This design comes from an exercise in tuning for small area, a short achievable clock period and few clock cycles per item on the open sky130 flow, not from production work.
Where RTL was checked, it was by simulation tests only, not by an equivalence proof against the original.
Power figures rest on the tool's default switching activity, not on a simulated workload.

==> inputs of quartz <==
Design feq_recip, start of the top module:
module feq_recip (
    input  wire        clk,
    input  wire        rst,         
    input  wire        in_valid,
    output wire        in_ready,
    input  wire [15:0] a_raw,       
    input  wire [15:0] b_raw,       
    output reg         out_valid,
    input  wire        out_ready,
    output wire [31:0] out_re,      
    output wire [31:0] out_im,      
    output reg  [3:0]  out_sh,      
    output reg         out_dead
);
    reg         s1_busy;
    reg  [3:0]  s1_cnt;             
    reg         dead1;
    reg  [3:0]  hp;                 
    reg  [15:0] as_r, bs_r;
    reg  [31:0] sq_r;               
    assign in_ready = ~s1_busy;
    wire s1_fin = s1_cnt[3];
    wire a_small = (a_raw[15:1] == 15'd0) | (a_raw == 16'hFFFF);
    wire b_small = (b_raw[15:1] == 15'd0) | (b_raw == 16'hFFFF);
    wire red2 = (as_r[15] == as_r[14]) & (bs_r[15] == bs_r[14]);
    wire red5 = ((as_r[15:11] == 5'b00000) | (as_r[15:11] == 5'b11111)) &
                ((bs_r[15:11] == 5'b00000) | (bs_r[15:11] == 5'b11111));
    wire normed = dead1 | ~red2;
    wire [16:0] ax = {as_r, 1'b0};
    wire [16:0] bx = {bs_r, 1'b0};
    wire [2:0]  j  = 3'd7 - s1_cnt[2:0];
    wire [2:0]  da = ax[{j, 1'b0} +: 3];
    wire [2:0]  db = bx[{j, 1'b0} +: 3];
    wire a_one = da[1] ^ da[0];
    wire a_two = (da == 3'b011) | (da == 3'b100);
    wire a_neg = da[2] & ~(da[1] & da[0]);
    wire b_one = db[1] ^ db[0];
    wire b_two = (db == 3'b011) | (db == 3'b100);
    wire b_neg = db[2] & ~(db[1] & db[0]);
    wire [31:0] a_ext = {{16{as_r[15]}}, as_r};
    wire [31:0] b_ext = {{16{bs_r[15]}}, bs_r};
    wire [31:0] a_mag = a_one ? a_ext : a_two ? {a_ext[30:0], 1'b0} : 32'd0;
    wire [31:0] b_mag = b_one ? b_ext : b_two ? {b_ext[30:0], 1'b0} : 32'd0;
    wire [31:0] a_trm = a_neg ? ~a_mag : a_mag;
    wire [31:0] b_trm = b_neg ? ~b_mag : b_mag;
  ...
export LEC_CHECK = 0
export CAP_MARGIN = 20
export CORE_MARGIN = 2
export CORE_UTILIZATION = 40
export SLEW_MARGIN = 20
export SYNTH_HIERARCHICAL = 0
create_clock -name core_clock -period 12.0 [get_ports {clk}]
run.sh (not shown) runs the stock make flow with config.mk's settings and CLKGATE_MAP_FILE= SYNTH_SCRIPT=/design/flow/synth_recipe.tcl, a recipe that flattens the netlist after the stock synthesis.
==> raven: changes against quartz <==
--- a/flow/config.mk
+++ b/flow/config.mk
@@ -6,7 +6,9 @@
 export NUM_CORES = 4
 export LEC_CHECK = 0
+export ABC_CLOCK_PERIOD_IN_PS = 4000
 export CAP_MARGIN = 20
 export CORE_MARGIN = 2
 export CORE_UTILIZATION = 40
+export SETUP_SLACK_MARGIN = 5
 export SLEW_MARGIN = 20
 export SYNTH_HIERARCHICAL = 0
==> qor summary <==
	quartz	raven
Avg Vias per Cell	5.53	5.53
Stage delay of the slowest cell on the critical path	0.89 ns	0.46 ns
Data required time at the worst endpoint	12.32 ns	12.46 ns
Uppermost layer routed	met5	met4
Area occupied by multi-input gates	18000 um^2	18000 um^2
RePlAce Congestion	0.914	0.901
Fraction of power consumed by sequential logic	24.6%	25.0%
Crit path DAT	7.06 ns	7.11 ns
Critical path buffer and inverter count	0	3
Vias after detailed routing	21500	21500
Met3 routed WL	2960 um	3120 um
Worst flop-to-flop path startpoint	s1_cnt[1]	dn_r[0]
Routed length on met1	32000 um	31200 um
# clk buffers	56	54
Outcome	no timing/DRC/antenna violations	no timing/DRC/antenna violations
Global Route met3 Usage	2.31%	2.48%
Count of multi-input combinational gates	2368	2369
Slew at the pin closest to its max-slew limit	1.11 ns	1.07 ns
Combinational cell power	3.61 mW	3.58 mW
Worst setup path endpoint	sq_r[28]	rem_r[27]
Headroom to the max-slew limit	25.9%	28.7%
Pre-CTS setup slack	5.36 ns	5.25 ns
Depth of the most critical reg-to-reg path	19	23
Fraction of layout cells with a size suffix above 1	5.57%	5.48%
Fraction of area in registers	27.1%	27.1%
Worst reg2reg setup slack	5.26 ns	5.34 ns
No run of this note included a check of the RTL's function; only the layout flow was run.

---

==> job 7756 <==
==> flow/design.v <==
module feq_recip (
    input  wire        clk,
    input  wire        rst,         
    input  wire        in_valid,
    output wire        in_ready,
    input  wire [15:0] a_raw,       
    input  wire [15:0] b_raw,       
    output reg         out_valid,
    input  wire        out_ready,
    output wire [31:0] out_re,      
    output wire [31:0] out_im,      
    output reg  [3:0]  out_sh,      
    output reg         out_dead
);
    reg         s1_busy;
    reg  [3:0]  s1_cnt;             
    reg         dead1;
    reg  [3:0]  hp;                 
    reg         e2_r, ez_r;         
    reg  [15:0] as_r, bs_r;
    reg  [31:0] sq_r;               
    assign in_ready = ~s1_busy;
    wire s1_fin = (s1_cnt == 4'd9);
    wire a_small = (a_raw[15:1] == 15'd0) | (a_raw == 16'hFFFF);
    wire b_small = (b_raw[15:1] == 15'd0) | (b_raw == 16'hFFFF);
    wire red2 = (as_r[15] == as_r[14]) & (bs_r[15] == bs_r[14]);
    wire red3 = ((as_r[15:13] == 3'b000) | (as_r[15:13] == 3'b111)) &
                ((bs_r[15:13] == 3'b000) | (bs_r[15:13] == 3'b111));
    wire red5 = ((as_r[15:11] == 5'b00000) | (as_r[15:11] == 5'b11111)) &
                ((bs_r[15:11] == 5'b00000) | (bs_r[15:11] == 5'b11111));
    wire normed = dead1 | ~red2;
    wire [16:0] ax = {as_r, 1'b0};
    wire [16:0] bx = {bs_r, 1'b0};
    reg  [2:0]  wa, wb;
    always @* begin
        case (s1_cnt[2:0])
            3'd0: begin wa = ax[16:14]; wb = bx[16:14]; end
            3'd1: begin wa = ax[14:12]; wb = bx[14:12]; end
            3'd2: begin wa = ax[12:10]; wb = bx[12:10]; end
            3'd3: begin wa = ax[10:8];  wb = bx[10:8];  end
            3'd4: begin wa = ax[8:6];   wb = bx[8:6];   end
            3'd5: begin wa = ax[6:4];   wb = bx[6:4];   end
            3'd6: begin wa = ax[4:2];   wb = bx[4:2];   end
            default: begin wa = ax[2:0]; wb = bx[2:0]; end
        endcase
    end
    wire sqm = ~s1_cnt[3];          
    function [32:0] booth_sq;       
        input [2:0]  dg;
        input [31:0] x;
        input        en;
        reg one, two, neg;
        reg [31:0] m;
        begin
            one = en & (dg[1] ^ dg[0]);
            two = en & ((dg == 3'b011) | (dg == 3'b100));
            neg = en & dg[2] & ~(dg[1] & dg[0]);
            m   = one ? x : two ? {x[30:0], 1'b0} : 32'd0;
            booth_sq = {neg, neg ? ~m : m};
        end
    endfunction
    wire [32:0] ta = booth_sq(wa, {{16{as_r[15]}}, as_r}, sqm);
    wire [32:0] tb = booth_sq(wb, {{16{bs_r[15]}}, bs_r}, sqm);
    wire [31:0] sq4 = (s1_cnt[2:0] == 3'd0) ? 32'd0 : {sq_r[29:0], 2'b00};
    wire [32:0] op_x = sqm ? {1'b0, sq4 | {30'd0, ta[32] & tb[32], ta[32] ^ tb[32]}}
                           : {1'b0, sq_r};
    wire [32:0] op_y = sqm ? {1'b0, ta[31:0]} : {sq_r, 1'b0};
    wire [32:0] s1_sum = op_x + op_y + {1'b0, tb[31:0]};
    wire        e0  = sq_r[31] | sq_r[30];
    wire [31:0] dnn = e0 ? sq_r : sq_r[29] ? {sq_r[30:0], 1'b0} : {sq_r[29:0], 2'b00};
    reg         s2_busy;
    reg  [3:0]  s2_cnt;
    reg  [31:0] dn_r;               
    reg  [32:0] d3_r;               
    reg  [31:0] rem_r;              
    reg  [28:0] q_r;                
    reg  [16:0] a2_r, b2_r;
    reg  [3:0]  sh2;
    reg         dead2;
    reg         s3_busy;
    reg  [3:0]  s3_cnt;
    wire s3_free = ~s3_busy | (s3_cnt == 4'd8);
    wire s2_last = s2_busy & (s2_cnt == 4'd15);
    wire s2_go   = s2_busy & (~s2_last | s3_free);
    wire s2_pass = s2_last & s3_free;
    wire s2_free = ~s2_busy | s2_pass;
    wire handoff = s1_busy & s1_fin & s2_free;
    reg  [1:0] bd;
    always @* begin
        case (s2_cnt)
            4'd0:  bd = dn_r[31:30];
            4'd1:  bd = dn_r[29:28];
            4'd2:  bd = dn_r[27:26];
            4'd3:  bd = dn_r[25:24];
            4'd4:  bd = dn_r[23:22];
            4'd5:  bd = dn_r[21:20];
            4'd6:  bd = dn_r[19:18];
            4'd7:  bd = dn_r[17:16];
            4'd8:  bd = dn_r[15:14];
            4'd9:  bd = dn_r[13:12];
            4'd10: bd = dn_r[11:10];
            4'd11: bd = dn_r[9:8];
            4'd12: bd = dn_r[7:6];
            4'd13: bd = dn_r[5:4];
            4'd14: bd = dn_r[3:2];
            default: bd = dn_r[1:0];
        endcase
    end
    wire [34:0] y   = {1'b0, rem_r, bd};
    wire [34:0] t1  = y - {2'b00, dn_r, 1'b0};
    wire [34:0] t2  = y - {1'b0, dn_r, 2'b00};
    wire [34:0] t3  = y - {1'b0, d3_r, 1'b0};
    wire [1:0]  dg  = ~t3[34] ? 2'd3 : ~t2[34] ? 2'd2 : ~t1[34] ? 2'd1 : 2'd0;
    wire [31:0] rem_n = ~t3[34] ? t3[31:0] : ~t2[34] ? t2[31:0] :
                        ~t1[34] ? t1[31:0] : y[31:0];
    wire [30:0] q_fin = {q_r, dg};
    reg  [30:0] q3;
    reg  [16:0] a3, b3;             
    reg         ap, bp;             
    reg  [33:0] vr, vi;             
    reg         zr, zi;             
    reg  [2:0]  hr, hi;             
    reg  [3:0]  sh3;
    reg         dead3;
    wire s3_go = s3_busy & ((s3_cnt != 4'd0) | ~out_valid | out_ready);
    function [34:0] booth_q;        
        input [2:0]  dg;
        input [30:0] x;
        input        flip;          
        reg one, two, neg;
        reg [33:0] m;
        begin
            one = dg[1] ^ dg[0];
            two = (dg == 3'b011) | (dg == 3'b100);
            neg = (dg[2] & ~(dg[1] & dg[0])) ^ (flip & (one | two));
            m   = one ? {3'b000, x} : two ? {2'b00, x, 1'b0} : 34'd0;
            booth_q = {neg, neg ? ~m : m};
        end
    endfunction
    wire [34:0] tr = booth_q({a3[1:0], ap}, q3, 1'b0);
    wire [34:0] ti = booth_q({b3[1:0], bp}, q3, 1'b1);
    wire [33:0] vr0 = (s3_cnt == 4'd0) ? 34'h0_0000_4000 : vr;
    wire [33:0] vi0 = (s3_cnt == 4'd0) ? 34'h0_0000_4000 : vi;
    wire [33:0] sr  = vr0 + tr[33:0] + {33'd0, tr[34]};
    wire [33:0] si  = vi0 + ti[33:0] + {33'd0, ti[34]};
    assign out_re = {vr[28:0], hr[2], hr[1], hr[0] & ~zr};
    assign out_im = {vi[28:0], hi[2], hi[1], hi[0] & ~zi};
    always @(posedge clk) begin
        if (rst)
            s1_busy <= 1'b0;
        else if (~s1_busy)
            s1_busy <= in_valid;
        else if (handoff)
            s1_busy <= 1'b0;
        if (~s1_busy) begin
            as_r   <= a_raw;
            bs_r   <= b_raw;
            dead1  <= a_small & b_small;
            hp     <= 4'd0;
            s1_cnt <= 4'd0;
        end else if (~normed) begin
            if (red5) begin
                as_r <= {as_r[11:0], 4'd0};
                bs_r <= {bs_r[11:0], 4'd0};
                hp   <= hp + 4'd4;
            end else if (red3) begin
                as_r <= {as_r[13:0], 2'd0};
                bs_r <= {bs_r[13:0], 2'd0};
                hp   <= hp + 4'd2;
            end else begin
                as_r <= {as_r[14:0], 1'b0};
                bs_r <= {bs_r[14:0], 1'b0};
                hp   <= hp + 4'd1;
            end
        end else if (sqm) begin
            sq_r   <= s1_sum[31:0];
            s1_cnt <= s1_cnt + 4'd1;
        end else if (~s1_fin) begin
            sq_r   <= dnn;
            e2_r   <= ~e0 & ~sq_r[29];
            ez_r   <= ~e0;
            s1_cnt <= 4'd9;
        end
        if (rst)
            s2_busy <= 1'b0;
        else if (handoff)
            s2_busy <= 1'b1;
        else if (s2_pass)
            s2_busy <= 1'b0;
        if (handoff) begin
            dn_r   <= sq_r;
            d3_r   <= s1_sum;
            rem_r  <= 32'h2000_0000;        
            q_r    <= 29'd0;
            s2_cnt <= 4'd0;
            a2_r   <= dead1 ? 17'd0 : e2_r ? {as_r, 1'b0} : {as_r[15], as_r};
            b2_r   <= dead1 ? 17'd0 : e2_r ? {bs_r, 1'b0} : {bs_r[15], bs_r};
            sh2    <= dead1 ? 4'd0 : hp + {3'd0, ez_r};
            dead2  <= dead1;
        end else if (s2_go & ~s2_last) begin
            rem_r  <= rem_n;
            q_r    <= {q_r[26:0], dg};
            s2_cnt <= s2_cnt + 4'd1;
        end
        if (rst)
            s3_busy <= 1'b0;
        else if (s2_pass)
            s3_busy <= 1'b1;
        else if (s3_busy & (s3_cnt == 4'd8))
            s3_busy <= 1'b0;
        if (s2_pass) begin
            q3     <= q_fin;
            a3     <= a2_r;
            b3     <= b2_r;
            ap     <= 1'b0;
            bp     <= 1'b0;
            sh3    <= sh2;
            dead3  <= dead2;
            s3_cnt <= 4'd0;
        end else if (s3_go) begin
            a3     <= {a3[16], a3[16], a3[16:2]};
            b3     <= {b3[16], b3[16], b3[16:2]};
            ap     <= a3[1];
            bp     <= b3[1];
            s3_cnt <= s3_cnt + 4'd1;
        end
        if (s3_go) begin
            vr <= {sr[33], sr[33], sr[33:2]};
            vi <= {si[33], si[33], si[33:2]};
            case (s3_cnt)
                4'd0: begin
                    zr <= (sr[1:0] == 2'b00);
                    zi <= (si[1:0] == 2'b00);
                    out_sh   <= sh3;
                    out_dead <= dead3;
                end
                4'd7: begin
                    zr <= zr & ~sr[0];
                    zi <= zi & ~si[0];
                    hr[0] <= sr[1];
                    hi[0] <= si[1];
                end
                4'd8: begin
                    hr[2:1] <= sr[1:0];
                    hi[2:1] <= si[1:0];
                end
                default: begin
                    zr <= zr & (sr[1:0] == 2'b00);
                    zi <= zi & (si[1:0] == 2'b00);
                end
            endcase
        end
        if (rst)
            out_valid <= 1'b0;
        else if (s3_go & (s3_cnt == 4'd8))
            out_valid <= 1'b1;
        else if (out_ready)
            out_valid <= 1'b0;
    end
endmodule
==> flow/run.sh <==
#!/bin/bash
# synth_recipe.tcl (not shown) runs the flow's synth.tcl, then flattens the netlist and writes it again
# the make line also repeats each setting of config.mk as NAME=value (left out here)
make -C /OpenROAD-flow-scripts/flow DESIGN_CONFIG=/design/flow/config.mk WORK_HOME=/design/flow/orfs CLKGATE_MAP_FILE= SYNTH_SCRIPT=/design/flow/synth_recipe.tcl finish
==> flow/config.mk <==
export PLATFORM = sky130hd
export DESIGN_NAME = feq_recip
export DESIGN_NICKNAME = feq_recip
export VERILOG_FILES = /design/flow/design.v
export SDC_FILE = /design/flow/constraint.sdc
export NUM_CORES = 4
export LEC_CHECK = 0
export CAP_MARGIN = 20
export CORE_MARGIN = 2
export CORE_UTILIZATION = 40
export SLEW_MARGIN = 20
export SYNTH_HIERARCHICAL = 0
==> flow/constraint.sdc <==
create_clock -name core_clock -period 12.0 [get_ports {clk}]
set_input_delay 2.4000 -clock core_clock [delete_from_list [all_inputs] [get_ports {clk}]]
set_output_delay 2.4000 -clock core_clock [all_outputs]
set_load 0.01 [all_outputs]
==> job 6806 (differences from job 7756) <==
--- a/flow/design.v
+++ b/flow/design.v
@@ -15,3 +15,5 @@
     reg         s1_busy;
+    reg         s1_prep;            
     reg  [3:0]  s1_cnt;             
+    reg         sqm;                
     reg         dead1;
@@ -21,3 +23,5 @@
     reg  [31:0] sq_r;               
-    assign in_ready = ~s1_busy;
+    reg  [2:0]  ca, cb;             
+    wire   s1_load;
+    assign in_ready = s1_load;
     wire s1_fin = (s1_cnt == 4'd9);
@@ -31,2 +35,3 @@
     wire normed = dead1 | ~red2;
+    wire [2:0]  kn = s1_prep ? s1_cnt[2:0] + 3'd1 : 3'd0;
     wire [16:0] ax = {as_r, 1'b0};
@@ -35,3 +40,3 @@
     always @* begin
-        case (s1_cnt[2:0])
+        case (kn)
             3'd0: begin wa = ax[16:14]; wb = bx[16:14]; end
@@ -46,14 +51,18 @@
     end
-    wire sqm = ~s1_cnt[3];          
+    function [2:0] booth_dec;       
+        input [2:0] dg;
+        begin
+            booth_dec = {dg[1] ^ dg[0], (dg == 3'b011) | (dg == 3'b100),
+                         dg[2] & ~(dg[1] & dg[0])};
+        end
+    endfunction
     function [32:0] booth_sq;       
-        input [2:0]  dg;
+        input [2:0]  c;
         input [31:0] x;
         input        en;
-        reg one, two, neg;
         reg [31:0] m;
+        reg        neg;
         begin
-            one = en & (dg[1] ^ dg[0]);
-            two = en & ((dg == 3'b011) | (dg == 3'b100));
-            neg = en & dg[2] & ~(dg[1] & dg[0]);
-            m   = one ? x : two ? {x[30:0], 1'b0} : 32'd0;
+            neg = en & c[0];
+            m   = (en & c[2]) ? x : (en & c[1]) ? {x[30:0], 1'b0} : 32'd0;
             booth_sq = {neg, neg ? ~m : m};
@@ -61,4 +70,4 @@
     endfunction
-    wire [32:0] ta = booth_sq(wa, {{16{as_r[15]}}, as_r}, sqm);
-    wire [32:0] tb = booth_sq(wb, {{16{bs_r[15]}}, bs_r}, sqm);
+    wire [32:0] ta = booth_sq(ca, {{16{as_r[15]}}, as_r}, sqm);
+    wire [32:0] tb = booth_sq(cb, {{16{bs_r[15]}}, bs_r}, sqm);
     wire [31:0] sq4 = (s1_cnt[2:0] == 3'd0) ? 32'd0 : {sq_r[29:0], 2'b00};
@@ -67,3 +76,8 @@
     wire [32:0] op_y = sqm ? {1'b0, ta[31:0]} : {sq_r, 1'b0};
-    wire [32:0] s1_sum = op_x + op_y + {1'b0, tb[31:0]};
+    wire [32:0] op_z = {1'b0, tb[31:0]};
+    wire [32:0] cs_s = op_x ^ op_y ^ op_z;
+    wire [32:0] cs_c = (op_x & op_y) | (op_x & op_z) | (op_y & op_z);
+    wire [32:0] s1_sum;
+    wire        s1_co;
+    pfx_add #(.W(33)) u_s1 (.a(cs_s), .b({cs_c[31:0], 1'b0}), .ci(1'b0), .s(s1_sum), .co(s1_co));
     wire        e0  = sq_r[31] | sq_r[30];
@@ -82,3 +96,3 @@
     wire s3_free = ~s3_busy | (s3_cnt == 4'd8);
-    wire s2_last = s2_busy & (s2_cnt == 4'd15);
+    wire s2_last = s2_busy & (s2_cnt == 4'd14);
     wire s2_go   = s2_busy & (~s2_last | s3_free);
@@ -87,2 +101,3 @@
     wire handoff = s1_busy & s1_fin & s2_free;
+    assign s1_load = ~s1_busy | handoff;   
     reg  [1:0] bd;
@@ -90,17 +105,16 @@
         case (s2_cnt)
-            4'd0:  bd = dn_r[31:30];
-            4'd1:  bd = dn_r[29:28];
-            4'd2:  bd = dn_r[27:26];
-            4'd3:  bd = dn_r[25:24];
-            4'd4:  bd = dn_r[23:22];
-            4'd5:  bd = dn_r[21:20];
-            4'd6:  bd = dn_r[19:18];
-            4'd7:  bd = dn_r[17:16];
-            4'd8:  bd = dn_r[15:14];
-            4'd9:  bd = dn_r[13:12];
-            4'd10: bd = dn_r[11:10];
-            4'd11: bd = dn_r[9:8];
-            4'd12: bd = dn_r[7:6];
-            4'd13: bd = dn_r[5:4];
-            4'd14: bd = dn_r[3:2];
+            4'd0:  bd = dn_r[29:28];
+            4'd1:  bd = dn_r[27:26];
+            4'd2:  bd = dn_r[25:24];
+            4'd3:  bd = dn_r[23:22];
+            4'd4:  bd = dn_r[21:20];
+            4'd5:  bd = dn_r[19:18];
+            4'd6:  bd = dn_r[17:16];
+            4'd7:  bd = dn_r[15:14];
+            4'd8:  bd = dn_r[13:12];
+            4'd9:  bd = dn_r[11:10];
+            4'd10: bd = dn_r[9:8];
+            4'd11: bd = dn_r[7:6];
+            4'd12: bd = dn_r[5:4];
+            4'd13: bd = dn_r[3:2];
             default: bd = dn_r[1:0];
@@ -109,5 +123,7 @@
     wire [34:0] y   = {1'b0, rem_r, bd};
-    wire [34:0] t1  = y - {2'b00, dn_r, 1'b0};
-    wire [34:0] t2  = y - {1'b0, dn_r, 2'b00};
-    wire [34:0] t3  = y - {1'b0, d3_r, 1'b0};
+    wire [34:0] t1, t2, t3;
+    wire        c1, c2, c3;
+    pfx_add #(.W(35)) u_t1 (.a(y), .b(~{2'b00, dn_r, 1'b0}), .ci(1'b1), .s(t1), .co(c1));
+    pfx_add #(.W(35)) u_t2 (.a(y), .b(~{1'b0, dn_r, 2'b00}), .ci(1'b1), .s(t2), .co(c2));
+    pfx_add #(.W(35)) u_t3 (.a(y), .b(~{1'b0, d3_r, 1'b0}), .ci(1'b1), .s(t3), .co(c3));
     wire [1:0]  dg  = ~t3[34] ? 2'd3 : ~t2[34] ? 2'd2 : ~t1[34] ? 2'd1 : 2'd0;
@@ -143,4 +159,6 @@
     wire [33:0] vi0 = (s3_cnt == 4'd0) ? 34'h0_0000_4000 : vi;
-    wire [33:0] sr  = vr0 + tr[33:0] + {33'd0, tr[34]};
-    wire [33:0] si  = vi0 + ti[33:0] + {33'd0, ti[34]};
+    wire [33:0] sr, si;
+    wire        cr, ci;
+    pfx_add #(.W(34)) u_sr (.a(vr0), .b(tr[33:0]), .ci(tr[34]), .s(sr), .co(cr));
+    pfx_add #(.W(34)) u_si (.a(vi0), .b(ti[33:0]), .ci(ti[34]), .s(si), .co(ci));
     assign out_re = {vr[28:0], hr[2], hr[1], hr[0] & ~zr};
@@ -150,12 +168,12 @@
             s1_busy <= 1'b0;
-        else if (~s1_busy)
+        else if (s1_load)
             s1_busy <= in_valid;
-        else if (handoff)
-            s1_busy <= 1'b0;
-        if (~s1_busy) begin
-            as_r   <= a_raw;
-            bs_r   <= b_raw;
-            dead1  <= a_small & b_small;
-            hp     <= 4'd0;
-            s1_cnt <= 4'd0;
+        if (s1_load) begin
+            as_r    <= a_raw;
+            bs_r    <= b_raw;
+            dead1   <= a_small & b_small;
+            hp      <= 4'd0;
+            s1_cnt  <= 4'd0;
+            s1_prep <= 1'b0;
+            sqm     <= 1'b0;
         end else if (~normed) begin
@@ -174,2 +192,5 @@
             end
+        end else if (~s1_prep) begin
+            s1_prep <= 1'b1;
+            sqm     <= 1'b1;
         end else if (sqm) begin
@@ -177,2 +198,3 @@
             s1_cnt <= s1_cnt + 4'd1;
+            sqm    <= (s1_cnt != 4'd7);
         end else if (~s1_fin) begin
@@ -183,2 +205,4 @@
         end
+        ca <= booth_dec(wa);
+        cb <= booth_dec(wb);
         if (rst)
@@ -192,4 +216,4 @@
             d3_r   <= s1_sum;
-            rem_r  <= 32'h2000_0000;        
-            q_r    <= 29'd0;
+            rem_r  <= (dnn == 32'h4000_0000) ? 32'd1 : {30'h2000_0000, dnn[31:30]};
+            q_r    <= {28'd0, dnn == 32'h4000_0000};
             s2_cnt <= 4'd0;
@@ -260 +284,30 @@
 endmodule
+module pfx_add #(parameter W = 32, parameter L = 6) (    
+    input  wire [W-1:0] a,
+    input  wire [W-1:0] b,
+    input  wire         ci,
+    output wire [W-1:0] s,
+    output wire         co
+);
+    wire [W:0] G [0:L];
+    wire [W:0] P [0:L];
+    assign G[0] = {a & b, ci};
+    assign P[0] = {a ^ b, 1'b0};
+    genvar l, i;
+    generate
+        for (l = 0; l < L; l = l + 1) begin : lv
+            for (i = 0; i <= W; i = i + 1) begin : bt
+                if ((i >> l) & 1) begin : cmb
+                    localparam integer J = ((i >> l) << l) - 1;
+                    assign G[l+1][i] = G[l][i] | (P[l][i] & G[l][J]);
+                    assign P[l+1][i] = P[l][i] & P[l][J];
+                end else begin : pas
+                    assign G[l+1][i] = G[l][i];
+                    assign P[l+1][i] = P[l][i];
+                end
+            end
+        end
+    endgenerate
+    assign s  = P[0][W:1] ^ G[L][W-1:0];
+    assign co = G[L][W];
+endmodule
==> flow/flow/run.sh (new file) <==
#!/bin/bash
# Standard ORFS layout, with timing repair asked to leave extra setup
# slack (the clock and constraints are the design's own).
set -euo pipefail
export SETUP_SLACK_MARGIN=${MARGIN:-7}
bash standard.sh > standard.log 2>&1 || { tail -50 standard.log; exit 1; }
==> flow/standard.sh (new file) <==
#!/bin/bash
# synth_recipe.tcl (not shown) runs the flow's synth.tcl, then flattens the netlist and writes it again
# the make line also repeats each setting of config.mk as NAME=value (left out here)
make -C /OpenROAD-flow-scripts/flow DESIGN_CONFIG=/design/flow/config.mk WORK_HOME=/design/flow/orfs CLKGATE_MAP_FILE= SYNTH_SCRIPT=/design/flow/synth_recipe.tcl "${@:-finish}"
- CTS_BUF_LIST: unset -> sky130_fd_sc_hd__clkbuf_4 sky130_fd_sc_hd__clkbuf_8
- CTS_CLUSTER_SIZE: unset -> 30
removed: flow/run.sh
==> qor summary <==
                                                                                    job 6806                    job 7756
Run status                                                  no timing/DRC/antenna violations  no timing/DRC/antenna violations
Power dissipated by switching net loads                                              1.83 mW                     3.99 mW
Syn Area/Cell                                                                      9.39 um^2                   9.11 um^2
Total met3 wirelength after detailed routing                                         3.99 mm                     3.58 mm
Share of the synthesized netlist area taken by xor and xnor gates                     0.0715                      0.0652
Reg2reg setup slack                                                                  7240 ps                     5000 ps
Effective utilization at floorplan                                                     0.404                       0.402
Routability cong.                                                                      0.890                       0.896
All-layer global routing usage                                                         0.202                       0.203
Combinational share of power                                                           0.341                       0.584
Proportion of synthesized chip area in sequential cells                                0.388                       0.361
Root Buffer Master                                                 sky130_fd_sc_hd__clkbuf_8  sky130_fd_sc_hd__clkbuf_16
Transition time at the pin with the least slew margin                                1070 ps                     1070 ps
Placement Rows                                                                           100                         102
DP Wirelength                                                                        56.0 mm                     60.2 mm
Routed length on met1                                                                36.9 mm                     37.8 mm
Cts bufs inserted                                                                         77                          48
Ratio of total power to cell area                                                152 mW/mm^2                 273 mW/mm^2
Cell at the slowest stage of the critical path                      sky130_fd_sc_hd__dfxtp_1    sky130_fd_sc_hd__nor2b_2
Number of cells produced by synthesis                                                   3210                        3404
Seq group                                                                            1.88 mW                     2.37 mW
Power of the clock network                                                           1.51 mW                     1.52 mW
Final instance area                                                              0.0338 mm^2                 0.0342 mm^2
Leakage power total                                                                  13.7 nW                     14.0 nW
Dominant power group                                                        sequential cells         combinational cells
Area Growth Syn to Fin                                                                 12.1%                       10.4%
Share of total power in the clock network                                              0.293                       0.162
Testbench counts of job 6806, summed over its fixed seeds: cycles 36,196, items 2,400.
Function not checked in job 7756: the RTL went through the layout flow alone.

[what the ideal ports hide]
The flow's constraints put no driver on any port. The routed layouts listed below were extracted and timed again, unchanged, in two steps. Step 1, drivers: a clkbuf_16 drives clk and a buf_2 each remaining input, both assumed. Step 2 adds t to the input delays and takes it off the output delays; t is the mean of the earliest and latest rising clock arrival at the registers after step 1. Input paths then give back, and output paths get back, about the clock's delay inside the block. Three values: ideal, step 1, step 2; two values: the first two.
run | shift t [ns] | setup slack, ns | hold slack, ns | clock arrival spread, ns
quartz | 0.615 | 5.264 / 5.264 / 5.264 | 0.416 / 0.416 / 0.416 | 0.023 / 0.022
raven | 0.626 | 5.344 / 5.344 / 5.344 | 0.442 / 0.442 / 0.442 | 0.028 / 0.028
job 7756 | 0.657 | 5.003 / 5.003 / 5.003 | 0.419 / 0.419 / 0.419 | 0.035 / 0.036
job 6806 | 0.738 | 7.009 / 6.946 / 6.930 | 0.417 / 0.417 / 0.417 | 0.080 / 0.079
After both steps every run listed still meets setup and hold. The setup slack of job 6806, which loses most, moves by -0.063 ns with the drivers and by -0.079 ns with both steps.
